From an optimization exercise on the open Yosys and OpenROAD flow, aimed at small area, a short achievable clock period and few clock cycles per item; shortcuts taken in it are not production practice.
The RTL was checked by simulation tests, not by an equivalence proof against the original design.

==> inputs of run X <==
// pu24_alu
module pu24_alu (
    input  wire        clk,
    input  wire        rst,
    input  wire        in_valid,
    output wire        in_ready,
    input  wire [1:0]  in_op,
    input  wire [31:0] in_a,
    input  wire [31:0] in_b,
    output reg         out_valid,
    output wire [31:0] out_word,
    output wire [3:0]  out_res,
    output reg         out_div0
);
    localparam OP_MUL  = 2'd0;
    localparam OP_MACS = 2'd1;
    localparam OP_MACA = 2'd2;
    localparam OP_DIV  = 2'd3;
    localparam NC = 8;           
    localparam S  = 32;           
    localparam SH = S - 25;
    localparam [31:0] MAXW = 32'h7FFF_FFFF;
    localparam [31:0] MINW = 32'h8000_0001;
    localparam [71:0] KB   = 72'h7F_FFFF;
    reg [71:0] acc;        
    reg [71:0] u_q;
    reg [71:0] v_q;
    reg        wr_acc;     
    reg        div_busy;
    reg [4:0]  dcnt;
    wire [30:0] rem_q = u_q[30:0];    
    wire [S-1:0] dq_q = u_q[30+S:31];  
    wire [31:0] dvn_q = v_q[31:0];    
    reg        d_ovf;      
    reg        d_zero;     
    reg        d_neg;
    reg        d_div0;
    assign in_ready = ~div_busy & ~out_valid;
    wire accept   = in_valid & in_ready;
    wire div_last = div_busy & (dcnt == 5'd0);
    wire is_maca_in = (in_op == OP_MACA);
    wire [31:0] a_mag = in_a[31] ? (~in_a + 32'd1) : in_a;
    wire [31:0] b_mag = in_b[31] ? (~in_b + 32'd1) : in_b;
    wire        ovf_in = ((a_mag >> SH) >= b_mag);
    localparam MS = 2;           
    wire [31:0] a_inv = in_a ^ {32{in_a[31]}};
    wire [31:0] b_inv = in_b ^ {32{in_b[31]}};
    reg  signed [6:0] ma, mb;
    integer k;
    always @* begin
        ma = -7'sd1;
        mb = 7'sd0;
        for (k = 0; k < 32; k = k + 1) begin
            if (a_inv[k]) ma = k;
            if (b_inv[k]) mb = k;
        end
    end
    wire signed [7:0] mdiff = mb - ma;        
    wire [89:0] xw = {33'd0, a_mag, 25'd0};    
    reg  [4:0]   skip;
    reg  [30:0]  rem_in;
    reg  [S-1:0] dq_in;
    integer m;
    always @* begin
        skip   = 5'd0;
        rem_in = xw >> S;
        dq_in  = xw[S-1:0];
        for (m = 1; m <= MS; m = m + 1)
            if (mdiff > 26 - S + m * 4) begin
                skip   = m;
                rem_in = xw >> (S - m * 4);
                dq_in  = xw << (m * 4);
            end
    end
  ...
clock: 20.0 ns
lec_check: 0
abc_area: 1
cap_margin: 20
core_margin: 2
core_utilization: 40
slew_margin: 20
standard.sh (not shown) runs the stock make flow with config.mk's settings and CLKGATE_MAP_FILE= SYNTH_SCRIPT=/design/flow/synth_recipe.tcl, a recipe that flattens the netlist after the stock synthesis.
==> flow/flow/run.sh <==
#!/bin/bash
# Layout: the standard flow (standard.sh: standard synthesis, floorplan,
# placement, CTS, routing, finish) unchanged, except that the resizer's
# repair_timing is asked for a larger setup margin, so that it keeps sizing
# and buffering the critical paths well below the clock period. The SDC and
# every other setting are the standard flow's. make's output goes to flow_make.log here;
# ORFS keeps each step's log under orfs/logs/.
set -euo pipefail
MARGIN=$(cat flow/margin.txt)
bash standard.sh SETUP_SLACK_MARGIN="$MARGIN" finish > flow_make.log 2>&1
==> flow/flow/margin.txt <==
10
==> inputs of run D, as changes to run X <==
==> flow/flow/margin.txt (replaced) <==
9.5
==> results.cfg <==
[status]
outcome = finished clean

[timing]
final.min_clock_period_ps = 9910
min_hold_slack_ps = 473

[critical_path]
cp-startpoint = v_q[25]$_SDFFCE_PP0P_
critPathMaxStageDelay_ps = 590
critical_path.top_delay_family = adder cells
crit_path_top_delay_cell = fa_2

[detailed_routing]
via_count = 46700

[finish]
layout-area-overhead-vs-synth_pct = 12.6
buffers = 370
clock_network_area_fraction = 0.0147
postLayoutCellArea_mm2 = 0.0543

[global_route]
grt_pass1_vias = 44300
Source of the figures above: run X

==> results.cfg <==
[status]
outcome = finished clean

[global_route]
grt_pass1_vias = 44100

[finish]
buffers = 296
postLayoutCellArea_mm2 = 0.0527

[critical_path]
critical_path.top_delay_family = simple AND/OR/NAND/NOR gates
crit_path_top_delay_cell = fa_1
cp-startpoint = v_q[0]$_SDFFCE_PP0P_
critPathMaxStageDelay_ps = 700

[detailed_routing]
via_count = 46300
Source of the figures above: run D

Testbench counts of run X, summed over its fixed seeds: cycles 12,156, items 4,800.
Testbench counts of run D, summed over its fixed seeds: cycles 12,156, items 4,800.

========
==> tundra <==
pu24_alu, a different RTL version from the one above (not shown whole).
==> flow/config.mk <==
export PLATFORM = sky130hd
export DESIGN_NAME = pu24_alu
export DESIGN_NICKNAME = pu24_alu
export VERILOG_FILES = /design/flow/design.v
export SDC_FILE = /design/flow/constraint.sdc
export NUM_CORES = 4
export LEC_CHECK = 0
export ABC_AREA = 1
export CAP_MARGIN = 20
export CORE_MARGIN = 2
export CORE_UTILIZATION = 40
export SLEW_MARGIN = 20
==> flow/constraint.sdc <==
create_clock -name core_clock -period 20.0 [get_ports {clk}]
set_input_delay 4.0000 -clock core_clock [delete_from_list [all_inputs] [get_ports {clk}]]
set_output_delay 4.0000 -clock core_clock [all_outputs]
set_load 0.01 [all_outputs]
==> flow/flow/margin.txt <==
11
Scripts as last shown in full above: flow/flow/run.sh
==> inputs of pepper, as changes to tundra <==
--- a/flow/design.v
+++ b/flow/design.v
@@ -36,47 +36,18 @@
     reg        d_div0;
     assign in_ready = ~div_busy & ~out_valid;
     wire accept   = in_valid & in_ready;
     wire div_last = div_busy & (dcnt == 5'd0);
     wire is_maca_in = (in_op == OP_MACA);
     wire [31:0] a_mag = in_a[31] ? (~in_a + 32'd1) : in_a;
     wire [31:0] b_mag = in_b[31] ? (~in_b + 32'd1) : in_b;
     wire        ovf_in = ((a_mag >> SH) >= b_mag);
-    localparam MS = 3;           
-    wire [31:0] a_inv = in_a ^ {32{in_a[31]}};
-    wire [31:0] b_inv = in_b ^ {32{in_b[31]}};
-    reg  signed [6:0] ma, mb;
-    integer k;
-    always @* begin
-        ma = -7'sd1;
-        mb = 7'sd0;
-        for (k = 0; k < 32; k = k + 1) begin
-            if (a_inv[k]) ma = k;
-            if (b_inv[k]) mb = k;
-        end
-    end
-    wire signed [7:0] mdiff = mb - ma;        
-    wire [89:0] xw = {33'd0, a_mag, 25'd0};    
-    reg  [4:0]   skip;
-    reg  [30:0]  rem_in;
-    reg  [S-1:0] dq_in;
-    integer m;
-    always @* begin
-        skip   = 5'd0;
-        rem_in = xw >> S;
-        dq_in  = xw[S-1:0];
-        for (m = 1; m <= MS; m = m + 1)
-            if (mdiff > 26 - S + m * 3) begin
-                skip   = m;
-                rem_in = xw >> (S - m * 3);
-                dq_in  = xw << (m * 3);
-            end
-    end
-    wire        d_early = ovf_in | (in_a == 32'd0);
+    wire [56:0] dvd    = {a_mag, 25'd0};    
+    wire [31:0] rem_in = a_mag >> SH;
     wire bo0 = in_b[0] ^ 1'b0;
     wire bt0 = (in_b[1] ^ in_b[0]) & ~(in_b[0] ^ 1'b0);
     wire bn0 = in_b[1];
     wire pp0_0 = (bo0 & in_a[0]) ^ bn0;
     wire pp0_1 = ((bo0 & in_a[1]) | (bt0 & in_a[0])) ^ bn0;
     wire pp0_2 = ((bo0 & in_a[2]) | (bt0 & in_a[1])) ^ bn0;
     wire pp0_3 = ((bo0 & in_a[3]) | (bt0 & in_a[2])) ^ bn0;
     wire pp0_4 = ((bo0 & in_a[4]) | (bt0 & in_a[3])) ^ bn0;
@@ -3661,17 +3632,17 @@
         if (div_busy) begin
             if (div_last) begin
                 u_q <= div_u;
                 v_q <= div_v;
             end else begin
                 u_q[30+S:0] <= {dq_n, rem_n};
             end
         end else if (in_op == OP_DIV) begin
-            u_q[30+S:0] <= {dq_in, rem_in};
+            u_q[30+S:0] <= {dvd[S-1:0], rem_in[30:0]};
             v_q[31:0] <= ~b_mag;
         end else begin
             u_q <= tree_u;
             v_q <= tree_v;
         end
         if (rst) begin
             acc       <= KB;
             out_valid <= 1'b0;
@@ -3686,17 +3657,17 @@
                     div_busy  <= 1'b0;
                     out_valid <= 1'b1;
                     wr_acc    <= 1'b0;
                     out_div0  <= d_div0;
                 end
             end else if (accept) begin
                 if (in_op == OP_DIV) begin
                     div_busy <= 1'b1;
-                    dcnt     <= d_early ? 5'd0 : (NC - 1 - skip);
+                    dcnt     <= NC - 1;
                     d_ovf    <= ovf_in;
                     d_zero   <= (in_a == 32'd0);
                     d_neg    <= in_a[31] ^ in_b[31];
                     d_div0   <= (in_b == 32'd0);
                 end else begin
                     out_valid <= 1'b1;
                     wr_acc    <= (in_op != OP_MUL);
                     out_div0  <= 1'b0;
==> flow/run.sh (new file) <==
#!/bin/bash
# synth_recipe.tcl (not shown) runs the flow's synth.tcl, then flattens the netlist and writes it again
# the make line also repeats each setting of config.mk as NAME=value (left out here)
make -C /OpenROAD-flow-scripts/flow DESIGN_CONFIG=/design/flow/config.mk WORK_HOME=/design/flow/orfs CLKGATE_MAP_FILE= SYNTH_SCRIPT=/design/flow/synth_recipe.tcl finish
ABC_AREA = not set   (was 1)
removed: flow/flow/run.sh
removed: flow/flow/margin.txt
removed: flow/standard.sh
==> inputs of maple, as changes to tundra <==
--- a/flow/design.v
+++ b/flow/design.v
@@ -36,47 +36,18 @@
     reg        d_div0;
     assign in_ready = ~div_busy & ~out_valid;
     wire accept   = in_valid & in_ready;
     wire div_last = div_busy & (dcnt == 5'd0);
     wire is_maca_in = (in_op == OP_MACA);
     wire [31:0] a_mag = in_a[31] ? (~in_a + 32'd1) : in_a;
     wire [31:0] b_mag = in_b[31] ? (~in_b + 32'd1) : in_b;
     wire        ovf_in = ((a_mag >> SH) >= b_mag);
-    localparam MS = 3;           
-    wire [31:0] a_inv = in_a ^ {32{in_a[31]}};
-    wire [31:0] b_inv = in_b ^ {32{in_b[31]}};
-    reg  signed [6:0] ma, mb;
-    integer k;
-    always @* begin
-        ma = -7'sd1;
-        mb = 7'sd0;
-        for (k = 0; k < 32; k = k + 1) begin
-            if (a_inv[k]) ma = k;
-            if (b_inv[k]) mb = k;
-        end
-    end
-    wire signed [7:0] mdiff = mb - ma;        
-    wire [89:0] xw = {33'd0, a_mag, 25'd0};    
-    reg  [4:0]   skip;
-    reg  [30:0]  rem_in;
-    reg  [S-1:0] dq_in;
-    integer m;
-    always @* begin
-        skip   = 5'd0;
-        rem_in = xw >> S;
-        dq_in  = xw[S-1:0];
-        for (m = 1; m <= MS; m = m + 1)
-            if (mdiff > 26 - S + m * 3) begin
-                skip   = m;
-                rem_in = xw >> (S - m * 3);
-                dq_in  = xw << (m * 3);
-            end
-    end
-    wire        d_early = ovf_in | (in_a == 32'd0);
+    wire [56:0] dvd    = {a_mag, 25'd0};    
+    wire [31:0] rem_in = a_mag >> SH;
     wire bo0 = in_b[0] ^ 1'b0;
     wire bt0 = (in_b[1] ^ in_b[0]) & ~(in_b[0] ^ 1'b0);
     wire bn0 = in_b[1];
     wire pp0_0 = (bo0 & in_a[0]) ^ bn0;
     wire pp0_1 = ((bo0 & in_a[1]) | (bt0 & in_a[0])) ^ bn0;
     wire pp0_2 = ((bo0 & in_a[2]) | (bt0 & in_a[1])) ^ bn0;
     wire pp0_3 = ((bo0 & in_a[3]) | (bt0 & in_a[2])) ^ bn0;
     wire pp0_4 = ((bo0 & in_a[4]) | (bt0 & in_a[3])) ^ bn0;
@@ -3661,17 +3632,17 @@
         if (div_busy) begin
             if (div_last) begin
                 u_q <= div_u;
                 v_q <= div_v;
             end else begin
                 u_q[30+S:0] <= {dq_n, rem_n};
             end
         end else if (in_op == OP_DIV) begin
-            u_q[30+S:0] <= {dq_in, rem_in};
+            u_q[30+S:0] <= {dvd[S-1:0], rem_in[30:0]};
             v_q[31:0] <= ~b_mag;
         end else begin
             u_q <= tree_u;
             v_q <= tree_v;
         end
         if (rst) begin
             acc       <= KB;
             out_valid <= 1'b0;
@@ -3686,17 +3657,17 @@
                     div_busy  <= 1'b0;
                     out_valid <= 1'b1;
                     wr_acc    <= 1'b0;
                     out_div0  <= d_div0;
                 end
             end else if (accept) begin
                 if (in_op == OP_DIV) begin
                     div_busy <= 1'b1;
-                    dcnt     <= d_early ? 5'd0 : (NC - 1 - skip);
+                    dcnt     <= NC - 1;
                     d_ovf    <= ovf_in;
                     d_zero   <= (in_a == 32'd0);
                     d_neg    <= in_a[31] ^ in_b[31];
                     d_div0   <= (in_b == 32'd0);
                 end else begin
                     out_valid <= 1'b1;
                     wr_acc    <= (in_op != OP_MUL);
                     out_div0  <= 1'b0;
==> flow/flow/margin.txt (replaced) <==
9.5
ABC_AREA = not set   (was 1)
==> run notes <==
Global-route usage, highest first: tundra, maple, pepper. Between maple and pepper, the lower first-iteration DRC count is in maple (gap 5.4%, measured against pepper). Die area is the same in maple and pepper. Non-clock buffer count: tundra > maple > pepper. Between tundra and maple, the lower critical path depth is in maple (gap 4). Via count, lowest first: pepper, maple, tundra. Between maple and tundra, the lower clock skew is in tundra (gap 0.0069 ns). Of maple and tundra, tundra has the higher routed wire length (gap about 3%, measured against tundra). Between pepper and tundra, the lower synthesized area is in tundra (gap 3.5%, measured against tundra). Register-to-register slack, highest first: tundra, maple, pepper.
Testbench counts of tundra, summed over its fixed seeds: cycles 13,074, items 4,800.
Testbench counts of pepper, summed over its fixed seeds: cycles 14,506, items 4,800.
Testbench counts of maple, summed over its fixed seeds: cycles 14,506, items 4,800.

## static timing again, ports no longer ideal
The results above use ideal ports. As a check the final layouts listed here were re-extracted and re-timed, cells and wires unchanged. Step 1, drivers: a clkbuf_16 drives clk and a buf_2 each remaining input, both assumed. Step 2 also shifts input and output timing later by t, the mid clock arrival at the registers, as if the neighbouring blocks saw the same clock. Slacks: ideal / step 1 / step 2; pairs: ideal / step 1.
run | t, ns | setup WS [ns] | clock arrival spread, ns | worst slew at a driven data input, ns
run X | 0.608 | 10.086 / 10.025 / 9.519 | 0.028 / 0.028 | 0.10
run D | 0.607 | 9.754 / 9.694 / 9.228 | 0.025 / 0.025 | 0.10
tundra | 0.655 | 10.117 / 10.057 / 10.419 | 0.025 / 0.025 | 0.04
pepper | 0.619 | 8.621 / 8.566 / 8.759 | 0.028 / 0.028 | 0.13
maple | 0.621 | 9.631 / 9.571 / 9.191 | 0.033 / 0.033 | 0.13
After both steps every run listed still meets setup and hold. For run X, which loses most, drivers alone change the setup slack by -0.061 ns; drivers and shift together by -0.567 ns.
